This is an optimization exercise on Yosys and OpenROAD, whose aim is small area, a short achievable clock period and few clock cycles per item, not a production implementation. Only the layout flow was run in this run; the RTL was not checked for function there.

<file path="run.sh">
#!/bin/bash
# synth_recipe.tcl (not shown) runs the flow's synth.tcl, then flattens the netlist and writes it again
# the make line also repeats each setting of config.mk as NAME=value (left out here)
make -C /OpenROAD-flow-scripts/flow DESIGN_CONFIG=/design/flow/config.mk WORK_HOME=/design/flow/orfs CLKGATE_MAP_FILE= SYNTH_SCRIPT=/design/flow/synth_recipe.tcl finish
</file>
<file path="config.mk">
export PLATFORM = sky130hd
export DESIGN_NAME = lath_eval
export DESIGN_NICKNAME = lath_eval
export VERILOG_FILES = /design/flow/design.v
export SDC_FILE = /design/flow/constraint.sdc
export NUM_CORES = 4
export LEC_CHECK = 0
export CAP_MARGIN = 20
export CORE_MARGIN = 2
export CORE_UTILIZATION = 40
export SLEW_MARGIN = 20
</file>
<file path="constraint.sdc">
create_clock -name core_clock -period 11.0 [get_ports {clk}]
set_input_delay 2.2000 -clock core_clock [delete_from_list [all_inputs] [get_ports {clk}]]
set_output_delay 2.2000 -clock core_clock [all_outputs]
set_load 0.01 [all_outputs]
</file>
<file path="design.v">
module lath_eval (
    input  wire        clk,
    input  wire        rst,
    input  wire [31:0] origin_x,       
    input  wire [31:0] origin_y,       
    input  wire [31:0] pitch_x,        
    input  wire [31:0] pitch_y,        
    input  wire [31:0] lath_pitch,     
    input  wire [31:0] phase_offset,   
    input  wire [15:0] slant_num,      
    input  wire [15:0] slant_den,      
    input  wire        in_valid,
    output wire        in_ready,
    input  wire [13:0] px,
    input  wire [12:0] py,
    input  wire [1:0]  stripe,
    input  wire [15:0] corr,           
    output reg         out_valid,
    output reg  [6:0]  v,
    output reg  [31:0] m,
    output reg  [15:0] corr_o,
    output reg  [47:0] xo,             
    output reg  [47:0] yo              
);
    localparam S_IDLE  = 3'd0;
    localparam S_SLANT = 3'd1;
    localparam S_QSUM  = 3'd2;
    localparam S_MODQ  = 3'd3;
    localparam S_VDIV  = 3'd4;
    reg [2:0]  state;
    reg [5:0]  count;
    reg [13:0] px_r;
    reg [1:0]  s_r;
    reg [15:0] corr_r;
    reg [55:0] dvd;        
    reg [32:0] rem;        
    reg        neg;        
    assign in_ready = (state == S_IDLE);
    wire accept = in_valid && in_ready;
    wire        [46:0] xo_prod = {px, 1'b1} * pitch_x;           
    wire        [46:0] yo_prod = {1'b0, py, 1'b1} * pitch_y;
    wire signed [47:0] xo_next = ($signed({{16{origin_x[31]}}, origin_x}) <<< 9)
                               + $signed({1'b0, xo_prod});
    wire signed [47:0] yo_next = ($signed({{16{origin_y[31]}}, origin_y}) <<< 9)
                               + $signed({1'b0, yo_prod});
    wire signed [29:0] slant_prod = $signed({1'b0, py}) * $signed(slant_num);
    wire        [28:0] slant_mag  = slant_prod[29] ? -slant_prod[28:0] : slant_prod[28:0];
    wire [16:0] sl_shift = {rem[15:0], dvd[51]};
    wire        sl_ge    = (sl_shift >= {1'b0, slant_den});
    wire [16:0] sl_rem   = sl_ge ? (sl_shift - {1'b0, slant_den}) : sl_shift;
    wire [51:0]        sl_q    = dvd[51:0];
    wire               sl_up   = neg && (rem[15:0] != 16'd0);
    wire signed [55:0] sl_term = neg ? -$signed({4'd0, sl_q} + {55'd0, sl_up})
                                     : $signed({4'd0, sl_q});
    wire [15:0]        u     = px_r * 16'd3 + {14'd0, s_r};
    wire signed [55:0] q_val = $signed({16'd0, u, 24'd0})
                             + $signed({24'd0, phase_offset})
                             - sl_term
                             + ($signed({{40{corr_r[15]}}, corr_r}) <<< 12);
    wire [55:0]        q_mag = q_val[55] ? -q_val : q_val;
    wire [32:0] mq_shift = {rem[31:0], dvd[55]};
    wire        mq_ge    = (mq_shift >= {1'b0, lath_pitch});
    wire [32:0] mq_rem   = mq_ge ? (mq_shift - {1'b0, lath_pitch}) : mq_shift;
    wire [31:0] m_val = (neg && (rem[31:0] != 32'd0)) ? (lath_pitch - rem[31:0])
                                                      : rem[31:0];
    wire [32:0] vd_shift = {rem[31:0], 1'b0};
    wire        vd_ge    = (vd_shift >= {1'b0, lath_pitch});
    wire [32:0] vd_rem   = vd_ge ? (vd_shift - {1'b0, lath_pitch}) : vd_shift;
    always @(posedge clk) begin
        if (rst) begin
            state     <= S_IDLE;
            count     <= 6'd0;
            out_valid <= 1'b0;
        end else begin
            out_valid <= 1'b0;
            case (state)
                S_IDLE: begin
                    if (accept) begin
                        px_r   <= px;
                        s_r    <= stripe;
                        corr_r <= corr;
                        xo     <= xo_next;
                        yo     <= yo_next;
                        if (lath_pitch == 32'd0) begin
                            v         <= 7'd0;
                            m         <= 32'd0;
                            corr_o    <= 16'd0;
                            out_valid <= 1'b1;
                        end else begin
                            dvd   <= {4'd0, slant_mag[27:0], 24'd0};
                            rem   <= 33'd0;
                            neg   <= slant_prod[29];
                            count <= 6'd51;
                            state <= S_SLANT;
                        end
                    end
                end
                S_SLANT: begin
                    rem   <= {16'd0, sl_rem};
                    dvd   <= {dvd[55:52], dvd[50:0], sl_ge};
                    count <= count - 6'd1;
                    if (count == 6'd0)
                        state <= S_QSUM;
                end
                S_QSUM: begin
                    dvd   <= q_mag;
                    neg   <= q_val[55];
                    rem   <= 33'd0;
                    count <= 6'd55;
                    state <= S_MODQ;
                end
                S_MODQ: begin
                    rem   <= mq_rem;
                    dvd   <= {dvd[54:0], mq_ge};
                    count <= count - 6'd1;
                    if (count == 6'd0) begin
                        count <= 6'd0;
                        state <= S_VDIV;
                    end
                end
                S_VDIV: begin
                    if (count == 6'd0) begin
                        m     <= m_val;
                        rem   <= {1'b0, m_val};
                        count <= 6'd7;
                    end else begin
                        rem   <= vd_rem;
                        dvd   <= {dvd[54:0], vd_ge};
                        count <= count - 6'd1;
                        if (count == 6'd1) begin
                            v         <= {dvd[5:0], vd_ge};
                            corr_o    <= corr_r;
                            out_valid <= 1'b1;
                            state     <= S_IDLE;
                        end
                    end
                end
                default: state <= S_IDLE;
            endcase
        end
    end
endmodule
</file>
==> impl_metrics.py <==
metrics = {
    "global_route": {
        "first_global_vias": 59200,
        "track_usage": 0.239,
        "grt_max_degree": 53,
        "grt_overflow": 0,
        "grt_pass1_wl_um": 324000,
        "antenna_found_initial": 14,
    },
    "detailed_routing": {
        "wl_per_cell_um": 19.0,
        "detail_route.wirelength_um": 202000,
        "antenna_left": 0,
        "route.detailed.drc": 0,
        "via_count": 56600,
        "vias_per_cell": 5.33,
        "drtIter0Drc": 3382,
        "dr.pass1.iters": 6,
    },
    "logic_synthesis": {
        "synth_xor_area_frac": 0.0562,
        "syn_area_per_cell_sq_um": 8.68,
        "ys.flop_type": "edfxtp_1",
        "async_flop_share": 0,
        "synth_top_family_by_area": "adder cells",
        "synth.cell_area_sq_um": 66700,
        "synth_mux_area_frac": 0.00816,
        "synth_compound_area_frac": 0.146,
        "ys_ff_latch": 282,
        "synthAdderAreaFrac": 0.414,
        "synth_cell_type_count": 97,
        "synth-edff-count": 272,
        "syn-num-nets": 9569,
        "yosysSeqAreaShare": 0.125,
        "yosysWarnings": 1,
        "synthSimpleGateAreaFrac": 0.166,
        "synthCells": 7683,
    },
    "sta": {
        "slew-limit-headroom": 0.300,
        "skew_ns": 0.0366,
        "setup_tns_ns": 0,
        "fin_crit_sh": 0.970,
        "finalSetupViolCount": 0,
        "hold_ws_ns": 0.509,
        "worst_slew_pin_slew_ns": 1.04,
        "maxSlewViolCount": 0,
        "fmax_ghz": 0.0937,
        "hold_viol": 0,
        "rsz0062_at_grt": "yes",
        "period_minus_slack_ns": 10.67,
    },
    "clock_network": {
        "cts_tree": "yes",
        "clkTransAtPathRegs_ns": 0.05,
        "clkLatencyLatePin_ns": 0.67,
        "cts.root.buffer_cell": "clkbuf_16",
        "cts-buffers-inserted": 44,
        "numClockSinks": 282,
        "clockBufferDepth": 3,
        "h-tree-depth": 2,
    },
    "placement": {
        "hpwlAfterDp_um": 168000,
        "port_buffers": 424,
        "gp_congestion": 0.954,
    },
    "die": {
        "die_w_um": 412,
        "core_area_sq_um": 165000,
        "die_area_sq_um": 170000,
        "start_util": 0.404,
        "fp-row-count": 149,
        "fp.dieH_um": 412,
        "io_pins": 425,
    },
    "setup_path": {
        "critPathMaxStageDelay_ns": 0.55,
        "endpoint_kind": "flip-flop",
        "cpMaxStageDelayCell": "fa_1",
        "path_class": "input pin to flip-flop",
        "required_ns": 11.40,
        "path_max_fanout": 3,
        "critical_path.startpoint_type": "input pin",
        "cp_common_cell": "fa_1",
        "cp.arrival_ns": 11.06,
    },
    "status": {
        "status": "complete, no violations",
    },
    "final_layout": {
        "drive_gt1_frac": 0.0830,
        "area_growth_pct": 17.7,
        "layout_commonest_cell": "inv_1",
        "layout_common_cells": "inv_1 (1190), fa_1 (986), nand2_1 (963)",
        "fin_nets": 10300,
    },
    "hold_path": {
        "hp-class": "flip-flop to flip-flop",
    },
    "run": {
        "cap_violations": 0,
    },
}
-- synthesized netlist by cell type, drive strengths merged, types with 13 or more instances --
cell / n / area, sq um
o221ai: 17 / 149
fa: 986 / 19700
a22oi: 34 / 255
o21bai: 59 / 443
ha: 628 / 7860
xor2: 142 / 1240
a221o: 22 / 220
a21oi: 465 / 2330
a21boi: 14 / 105
o21ai: 289 / 1450
o211ai: 30 / 225
a21o: 205 / 1540
nand2b: 64 / 400
and4: 14 / 123
nand2: 966 / 3630
xnor2: 286 / 2500
o31a: 14 / 123
nor2: 354 / 1330
o21a: 58 / 437
clkbuf: 291 / 1090
nand4: 44 / 275
nor2b: 59 / 377
o31ai: 32 / 245
or4: 13 / 101
nor3: 83 / 432
or3: 31 / 194
edfxtp: 272 / 8170
and3: 56 / 350
o22ai: 45 / 282
nor4: 35 / 253
nand3: 81 / 405
and2: 445 / 2780
a31oi: 54 / 338
inv: 1191 / 4470
mux2i: 51 / 510
a211o: 21 / 184
a211oi: 34 / 260
a221oi: 23 / 201
or2: 18 / 113
-- critical path: cells and delay by family --
kind / cells / cell delay, ns
adders and majority gates: 8 / 3.65
and+or+nand+nor: 5 / 0.48
xor gates and xnor gates: 2 / 0.21
AOI/OAI and AO/OA: 17 / 3.20
buffers and inverters: 8 / 1.30
-- worst paths after layout --
path,from,to,slack [ns],cells past startpoint
min,count[5],count[5],0.51,2
max reg2reg,rem[5],dvd[50],1.03,33
min reg2reg,count[5],count[5],0.51,2
max,pitch_x[6],xo[46],0.33,40
-- flip-flops by register name, summed over array words and instances, names as in the netlist, 6 cells and up --
register  cells
corr_r       16
v             7
px_r         14
xo           48
m            32
count         6
dvd          56
yo           48
rem          32
corr_o       16
-- metal layers --
layer,GRT usage,share of wire
met5,0,0.00029
met4,0.0663,0.028
met3,0.0306,0.052
met2,0.406,0.48
met1,0.320,0.44
-- layout make-up --
cell class	count	area, sq um
diodes	8	20.0
clock buffers	51	1140
clock inverters	30	337
fillers	16000	86700
inverters	1191	4470
multi-input cells	5909	52900
flip-flops and latches	282	8370
well taps	2189	2740
repair buffers	954	8510
-- cells by family after synthesis --
group	after synthesis
AND/OR/NAND/NOR	2297
adder cells (fa/ha/maj)	1614
AO/OA/AOI/OAI	1516
buffers and inverters	1492
XOR/XNOR	428
flip-flops	282
multiplexers	54
-- per-stage QoR --
| stage | utilization | instances | setup WS (ns) | cell area [sq um] |
|---|---|---|---|---|
| 2_1_floorplan | - | 7683 | 0.0848 | 66700 |
| 5_1_grt | 0.475 | 10600 | -0.0597 | 78500 |
| 4_1_cts | 0.472 | 10600 | 0.0173 | 78000 |
| 3_3_place_gp | 0.463 | 10500 | -0.771 | 76500 |
| 6_report | 0.475 | 10600 | 0.332 | 78500 |
| 3_5_place_dp | 0.463 | 10500 | -0.930 | 76500 |
-- repair_timing --
action | CTS | global route
buffers inserted | 0 | 8
pin swaps | 1 | 18
hold buffers | 0 | 0
gates resized for setup | 6 | 100
setup endpoints to repair | 3 | 16
cloned | 0 | 0

## port drivers added, routing unchanged
No port has a modelled driver above. Below, the same layout with a new extraction and two added sets of constraints. Step 1 sets driving cells, clkbuf_16 on the clock port and buf_2 on the other inputs (assumed; they add their load-dependent delay and slew). Step 2 also shifts input and output timing later by t, the mid clock arrival at the registers, as if the neighbouring blocks saw the same clock. a / b / c = no drivers / after step 1 / after step 2; a / b = the first two.
t, ns: 0.731
setup WS [ns]: 0.332 / 0.386 / -0.345
worst setup path at the end: input to register
worst slew at a driven data input, ns: 0.16
cell pins on the clock port's net: 1
Met with ideal ports but missed after step 2: setup timing in this run. For this run, drivers alone change the setup slack by +0.054 ns; drivers and shift together by -0.677 ns.
